This design comes from an exercise in tuning for small area and a short achievable clock period on the open sky130 flow, not from production work.
In this exercise RTL edits were held to simulation tests only and were not proved equivalent to the original.
Power figures rest on the tool's default switching activity, not on a simulated workload.

<file path="flow/design.v">
module fcvtn_lane (
    input  wire [31:0] x,        
    input  wire        fiz,
    input  wire        foz,
    input  wire        sgn,      
    input  wire        eb0,      
    input  wire        mb0,      
    input  wire        pol0,     
    input  wire        pol2,     
    input  wire        rne,
    input  wire        rna,
    input  wire        rup,
    input  wire        rdn,
    input  wire [9:0]  k1,       
    input  wire [9:0]  ks,       
    input  wire [3:0]  base,     
    input  wire [7:0]  maxcode,  
    input  wire [7:0]  cnan,     
    input  wire [7:0]  ova,      
    input  wire        ova_s,    
    input  wire [7:0]  sone,     
    input  wire [7:0]  emask,    
    output wire [7:0]  code,     
    output reg  [3:0]  flags,    
    output wire        is_nan,   
    output wire [30:0] amag      
);
    localparam NX = 4'b0001, UF = 4'b0010, OF = 4'b0100, NV = 4'b1000;
    wire        s    = x[31];
    wire [7:0]  ex8  = x[30:23];
    wire [22:0] fr   = x[22:0];
    wire        ez   = ~|ex8;
    wire        e1   = &ex8;
    wire        fnz  = |fr;
    wire        nan  = e1 & fnz;
    wire        snan = nan & ~fr[22];
    wire        inf  = e1 & ~fnz;
    wire        zero = ez & (~fnz | fiz);
    assign is_nan = nan;
    assign amag   = (nan | (ez & fiz)) ? 31'd0 : x[30:0];
    wire [8:0]  t9 = ez ? fr[22:14] : {1'b1, fr[22:15]};
    wire        s0 = (|fr[13:0]) | (~ez & fr[14]);
    wire [9:0]  dd  = {2'b00, ex8} + k1;
    wire        big = ~dd[9] & (|dd[8:0]) & ~ez;
    wire [9:0]  sn  = ks - {2'b00, ex8};
    wire [3:0]  sh  = big ? base : ((|sn[9:4]) ? 4'd15 : sn[3:0]);
    wire [15:0] w   = big ? {dd[7:0], t9[7:0]} : {7'd0, t9};
    wire [16:0] wr  = {w, 1'b0} >> sh;
    wire [14:0] n   = wr[15:1];
    wire        g   = wr[0];
    wire [15:0] msk = (16'd1 << (sh - 4'd1)) - 16'd1;
    wire        st  = s0 | (|(w & msk));
    wire        inex = g | st;
    wire        n0  = n[0] | (big & mb0);
    wire        up  = (rne & g & (st | n0)) | (rna & g) | (rup & inex & ~s) | (rdn & inex & s);
    wire [15:0] cf  = {1'b0, n} + {15'd0, up};
    wire        hi  = |cf[15:8];
    wire        ovf = hi | (cf[7:0] > maxcode);
    wire        cz  = ~hi & ~|cf[7:0];
    wire        tiny = ~hi & ~|(cf[7:0] & emask);
    wire        away = rne | rna | (rup & ~s) | (rdn & s);
    wire        flush = foz & ~eb0 & tiny & ~cz;
    reg  [7:0]  mag;
    reg         sa;
    always @* begin
        if (nan) begin
            mag   = cnan;
            sa    = 1'b0;
            flags = (snan | pol0) ? NV : 4'd0;
        end else if (~sgn & s & ~zero) begin
            mag   = 8'd0;
            sa    = 1'b0;
            flags = (~inf & cz) ? (NX | UF) : NV;
        end else if (inf) begin
            mag   = ova;
            sa    = ova_s;
            flags = pol2 ? 4'd0 : OF;
        end else if (zero) begin
            mag   = 8'd0;
            sa    = 1'b1;
            flags = 4'd0;
        end else if (ovf) begin
            mag   = away ? ova : maxcode;
            sa    = away ? ova_s : 1'b1;
            flags = OF | NX;
        end else begin
            mag   = flush ? 8'd0 : cf[7:0];
            sa    = 1'b1;
            flags = {2'b00, (inex & (eb0 ? cz : tiny)) | flush, inex | flush};
        end
    end
    assign code = mag | ((sa & s) ? sone : 8'd0);
endmodule
module fcvtn_unit (
    input  wire         clk,
    input  wire         rst,         
    input  wire         in_valid,
    input  wire [511:0] in_x,        
    input  wire [31:0]  in_ent,      
    input  wire [5:0]   in_rmode,    
    output reg          out_valid,
    output reg  [127:0] out_vd,      
    output reg  [3:0]   out_flags,   
    output reg  [30:0]  out_amax,    
    output reg          out_nan      
);
    reg         v_q;
    reg [511:0] x_q;
    reg [17:0]  ent_q;
    reg [5:0]   rmode_q;
    always @(posedge clk) begin
        if (rst)
            v_q <= 1'b0;
        else
            v_q <= in_valid;
        x_q     <= in_x;
        ent_q   <= in_ent[17:0];
        rmode_q <= in_rmode;
    end
    wire       sgn  = ent_q[0];
    wire [2:0] eb   = ent_q[3:1];
    wire [2:0] mb   = ent_q[6:4];
    wire [7:0] bias = ent_q[15:8];
    wire [1:0] pol  = ent_q[17:16];
    wire [2:0] rm   = rmode_q[2:0];
    wire       fiz  = rmode_q[3];
    wire       foz  = rmode_q[4];
    wire       satn = rmode_q[5];
    wire       eb0  = (eb == 3'd0);
    wire       mb0  = (mb == 3'd0);
    wire       pol0 = (pol == 2'd0);
    wire       pol1 = (pol == 2'd1);
    wire       pol2 = (pol == 2'd2);
    wire [9:0] biasw = {{2{bias[7]}}, bias};
    wire [9:0] mbw   = {7'd0, mb};
    wire [9:0] k1   = eb0 ? (biasw - 10'd125 - mbw) : (biasw - 10'd127);
    wire [9:0] ks   = eb0 ? (10'd135 - biasw) : (10'd136 - mbw - biasw);
    wire [3:0] base = eb0 ? (4'd9 - {1'b0, mb}) : (4'd8 - {1'b0, mb});
    wire [3:0] k     = {3'd0, sgn} + {1'b0, eb} + {1'b0, mb};
    wire [3:0] emb   = {1'b0, eb} + {1'b0, mb};
    wire [8:0] allm9 = (9'd1 << emb) - 9'd1;
    wire [7:0] allm  = allm9[7:0];
    wire [7:0] mone  = 8'd1 << mb;
    wire [7:0] eones = ((8'd1 << eb) - 8'd1) << mb;
    wire [7:0] maxcode = pol0 ? allm : pol1 ? allm - 8'd1 : allm - mone;
    wire [7:0] cnan    = pol1 ? allm : pol2 ? (eones | (8'd1 << (mb - 3'd1))) : 8'd0;
    wire       nsat    = pol1 & ~satn;
    wire [7:0] ova     = pol2 ? eones : nsat ? cnan : maxcode;
    wire       ova_s   = ~nsat;
    wire [7:0] sone    = sgn ? (8'd1 << (k - 4'd1)) : 8'd0;
    wire [7:0] emask   = 8'hFF << mb;
    wire       rne = (rm == 3'd0);
    wire       rup = (rm == 3'd2);
    wire       rdn = (rm == 3'd3);
    wire       rna = (rm == 3'd4);
    wire [127:0] vd;
    wire [63:0]  lflags;
    wire [15:0]  lnan;
    wire [495:0] lmag;
    genvar i;
    generate
        for (i = 0; i < 16; i = i + 1) begin : g_lane
            fcvtn_lane u_lane (
                .x(x_q[32*i +: 32]), .fiz(fiz), .foz(foz), .sgn(sgn),
                .eb0(eb0), .mb0(mb0), .pol0(pol0), .pol2(pol2),
                .rne(rne), .rna(rna), .rup(rup), .rdn(rdn),
                .k1(k1), .ks(ks), .base(base), .maxcode(maxcode), .cnan(cnan),
                .ova(ova), .ova_s(ova_s), .sone(sone), .emask(emask),
                .code(vd[8*i +: 8]), .flags(lflags[4*i +: 4]),
                .is_nan(lnan[i]), .amag(lmag[31*i +: 31])
            );
        end
    endgenerate
    reg [3:0] flags_all;
    integer j;
    always @* begin
        flags_all = 4'd0;
        for (j = 0; j < 16; j = j + 1)
            flags_all = flags_all | lflags[4*j +: 4];
    end
    wire [30:0] m1 [0:7];
    wire [30:0] m2 [0:3];
    wire [30:0] m3 [0:1];
    wire [30:0] amax;
    generate
        for (i = 0; i < 8; i = i + 1) begin : g_m1
            assign m1[i] = (lmag[31*(2*i) +: 31] > lmag[31*(2*i+1) +: 31]) ?
                           lmag[31*(2*i) +: 31] : lmag[31*(2*i+1) +: 31];
        end
        for (i = 0; i < 4; i = i + 1) begin : g_m2
            assign m2[i] = (m1[2*i] > m1[2*i+1]) ? m1[2*i] : m1[2*i+1];
        end
        for (i = 0; i < 2; i = i + 1) begin : g_m3
            assign m3[i] = (m2[2*i] > m2[2*i+1]) ? m2[2*i] : m2[2*i+1];
        end
    endgenerate
    assign amax = (m3[0] > m3[1]) ? m3[0] : m3[1];
    always @(posedge clk) begin
        if (rst)
            out_valid <= 1'b0;
        else
            out_valid <= v_q;
        out_vd    <= vd;
        out_flags <= flags_all;
        out_amax  <= amax;
        out_nan   <= |lnan;
    end
endmodule
</file>
<file path="flow/run.sh">
#!/bin/bash
# synth_recipe.tcl (not shown) runs the flow's synth.tcl, then flattens the netlist and writes it again
# the make line also repeats each setting of config.mk as NAME=value (left out here)
make -C /OpenROAD-flow-scripts/flow DESIGN_CONFIG=/design/flow/config.mk WORK_HOME=/design/flow/orfs CLKGATE_MAP_FILE= SYNTH_SCRIPT=/design/flow/synth_recipe.tcl finish
</file>
<file path="flow/config.mk">
export PLATFORM = sky130hd
export DESIGN_NAME = fcvtn_unit
export DESIGN_NICKNAME = fcvtn_unit
export VERILOG_FILES = /design/flow/design.v
export SDC_FILE = /design/flow/constraint.sdc
export NUM_CORES = 4
export LEC_CHECK = 0
export CAP_MARGIN = 20
export CORE_MARGIN = 2
export CORE_UTILIZATION = 25
export PLACE_DENSITY = 0.35
export SLEW_MARGIN = 20
</file>
<file path="flow/constraint.sdc">
create_clock -name core_clock -period 20.0 [get_ports {clk}]
set_input_delay 4.0000 -clock core_clock [delete_from_list [all_inputs] [get_ports {clk}]]
set_output_delay 4.0000 -clock core_clock [all_outputs]
set_load 0.01 [all_outputs]
</file>
==> run notes <==
[per-stage QoR]
| stage | area, um^2 | power, W | hold slack, ns |
|---|---|---|---|
| floorplan | 93500 | 0.00597 | 0.414 |
| detailed placement | 108000 | 0.00919 | 0.437 |
| global placement | 108000 | 0.00919 | 0.433 |
| CTS | 111000 | 0.0109 | 0.459 |
| finish | 111000 | 0.0110 | 0.454 |
| global route | 111000 | 0.0115 | 0.487 |
[placed cells by master, fill, tap and decap left out, types with 63 or more instances in the layout]
cell and n:
and3_1 142, and2_1 139, a21o_1 275, nor4_1 219, o221ai_1 89, ha_1 945
or3_1 78, o22ai_1 220, clkdlybuf4s50_1 702, nor2_1 1134, nand3_1 399, clkbuf_16 92
a211oi_1 200, a22oi_1 92, a211o_1 70, nor3_1 351, o211ai_1 134, mux2_2 194
nor2b_1 167, buf_4 413, inv_1 710, o31ai_1 73, a21oi_1 868, a32oi_1 63
xnor2_1 178, dfxtp_1 700, xor2_1 118, a31oi_1 168, a2111oi_0 68, nand2_1 1448
a221oi_1 75, nand4_1 270, nand2b_1 182, mux2i_1 535, or2_2 79, o21ai_0 753
o21a_1 161
[logic make-up after synthesis]
logic type	Yosys count	share of synthesized area, %
DFF	701	15.0
buffers and inverters	1341	5.49
adders and majority gates	989	13.5
AOI/OAI and AO/OA	4043	29.2
muxes	755	8.57
and+or+nand+nor	4905	25.4
xor gates and xnor gates	301	2.83
[worst paths after layout]
kind                    startpoint                    to  slack [ns]
setup / recovery  x_q[484]$_DFF_P_   out_amax[3]$_DFF_P_        2.08
hold / removal      v_q$_SDFF_PP0_  out_valid$_SDFF_PP0_        0.45
setup reg to reg  x_q[484]$_DFF_P_   out_amax[3]$_DFF_P_        2.08
hold reg to reg     v_q$_SDFF_PP0_  out_valid$_SDFF_PP0_        0.45
[area by class of cell]
class | instances | area [um^2]
Clock buffer | 113 | 2440
Sequential cell | 701 | 14000
Inverter | 716 | 2690
Clock inverter | 42 | 390
Antenna cell | 53 | 133
Tap cell | 4972 | 6220
Timing Repair Buffer | 1124 | 10300
Fill cell | 40600 | 261000
Multi-Input combinational cell | 11000 | 75200
[registers in the layout (all words and copies together) (netlist names)]
name,flops
out_amax,31
out_nan,1
out_flags,4
ent_q,17
rmode_q,6
v_q,1
out_valid,1
out_vd,128
x_q,512
[power by group through the flow]
stage	Combinational [W]	Clock, W	Sequential, W
CTS	0.00741	0.00166	0.00180
floorplan	0.00418	0	0.00180
global placement	0.00736	0	0.00183
finish	0.00763	0.00160	0.00180
global route	0.00802	0.00170	0.00182
detailed placement	0.00737	0	0.00183
[metal layers]
| metal | up-vias | GRT usage (%) | wire length [um] |
|---|---|---|---|
| li1 | 50200 | - | - |
| met2 | 6027 | 47.3 | 264000 |
| met4 | 30 | 15.9 | 36800 |
| met3 | 954 | 7.51 | 61200 |
| met1 | 56000 | 45.7 | 293000 |
| met5 | - | 0 | 193 |
[worst max-delay path, delay by kind of cell (launching register included)]
| family | cells | cell delay, ns |
|---|---|---|
| AO/OA/AOI/OAI | 46 | 11.29 |
| AND/OR/NAND/NOR | 17 | 3.53 |
| flip-flops | 1 | 0.31 |
| multiplexers | 2 | 0.99 |
| adder cells (fa/ha/maj) | 4 | 1.18 |
| buffers and inverters | 1 | 0.37 |
==> metrics.md <==
| Metric | Value |
|---|---|
| Slew Limit Headroom | a little under an eighth |
| Share of total power in the clock network | 14.5% |
| FP Rows | 224 |
| Reg power frac | 16.3% |
| Sw Share | 53.7% |
| CTS root buffer | clkbuf_16 |
| Most used DFF post-synth | dfxtp_1 |
| Final WL | 656000 um |
| Top Ports | 718 |
| Crit start category | flop |
| Hold path cells | 1 |
| Setup CP Type | flop to flop |
| Combinational power share | 69.1% |
| Largest cells by area after synthesis | dfxtp_1, ha_1, nand2_1 |
| Slowest cell on crit path | a21oi_2 |
| DR DRC count | 0 |
| Core Region | between 0.3 and 0.4 mm^2 |
| Hold Vio Cnt, Final | 0 |
| Number of CTS-inserted buffers | 91 |
| Synth Cell Area | 0.0935 mm^2 |
| Slew @ Worst Pin | 1.32 ns |
| DRT Pass-1 Iters | 8 |
| Hold_buf cts | 0 |
| Layout Utilization | 29.9% |
| Antenna Violating Nets Remaining | 0 |
| Period utilisation layout | about nine tenths |
| Pre-CTS WS | 2.44 ns |
| Cells on worst reg2reg path | 70 |
| Crit-path max cell delay | about 0.86 ns |
| Synthesized area per cell | 7.17 um^2 |
| P_leak | roughly 47 nW |
| Initial core utilization | between 20% and 30% |
| CP Capture Type | flop |
| Max Fclk | ~0.056 GHz |
| Via count | 113000 |
| VDD IR max | roughly 0.000075 V |
| NumNets Final | between 15000 and 20000 |
| Wire length per cell | about 35 um |
| Post-CTS setup buffers | 0 |
| Crit path max fanout | 40 |
| Power per cell area | just under 100 mW/mm^2 |
| Via count of the first global-routing pass | 105000 |
| Die height | 616 um |
| Clk_skew | 0.0905 ns |
| Area leader, netlist | dfxtp_1 |
| Leading cell types by count after synthesis | nand2_1, nor2_1, ha_1, a21oi_1, o21ai_0 |
| TritonCTS clock tree | yes |
| I/O Buffers | 702 |
| Final setup vio count | 0 |
| Synth async-reset ratio | 0% |
| H-tree Lvls | 3 |
| CTS sink cnt | 701 |
| Data arrival, critical path | 18.65 ns |
| Flops & latches, synth | 701 |
| Max-cap violations | 0 |
| Total gr overflow | 0 |
| Tmin final | roughly 18 ns |
| Area of the die | 0.379 mm^2 |
| Final TNS setup | 0 ns |
| Worst hold path type | flop to flop |
| Reg clk slew, reported paths | 0.06 ns |
| Max-slew violations | 0 |
| Synth top area share | 15.0% |
| P_int | approximately 0.0051 W |
| Placer congestion estimate | around 0.99 |
| Cell mode on critical path | o21a_1 |
| EDFF count, synth | 0 |
| Most numerous cell in the Yosys netlist | nand2_1 |
| First-pass GRT wire length | 881000 um |
| Initial antenna violation count | 104 |
| Outcome | timing/DRC/antenna clean |
| Share of cells above drive strength 1 | 8.13% |
| Die W | 616 um |
| Vias per cell | ~6 |
| CP required | 20.73 ns |
| Synthesis warning total | 2 |
| P&R area growth vs syn | 19.1% |
| Syn_nets | about 15000 |
| Pin count of the biggest net entering global routing | 59 |
| DR iter-0 viols | 14900 |
| CTS max path bufs | 4 |
| Hpwl dp | 528000 um |
| Net switching power of the design | slightly below 0.006 W |
| Clock latency on the worst-skew pair | 0.86 ns |
| GR Util All Layers | 32.9% |
| Post-CTS sizing | 0 |
| Synth cell types | around 120 |
| Setup WS post-layout | 2.08 ns |
| Seq/Total Area, Yosys | 15.0% |
| Post-placement cell count | 18500 |
| Finished Layout Cells | 18700 |
| RSZ-0062 raised after global routing | no |
| Post-Synthesis Cells | 13000 |

## separate check: timing with driven ports
The results above use ideal ports. As a check the final layout listed here was re-extracted and re-timed, cells and wires unchanged.
Step 1 assumes that a clkbuf_16 drives the clock port and a buf_2 every other input.
Step 2, shift: input delay + t, output delay - t, t = (earliest + latest rising clock arrival at the registers) / 2. This alone moves slack from input paths to output paths.
Slacks: ideal / step 1 / step 2; pairs: ideal / step 1.
t, ns: 0.936
setup slack, ns: 2.084 / 2.084 / 2.084
hold slack, ns: 0.454 / 0.454 / 0.454
cell pins on the clock port's net: 1
After both steps setup and hold are still met in this run. The setup slack of this run moves by 0.000 ns with the drivers and by 0.000 ns with both steps.
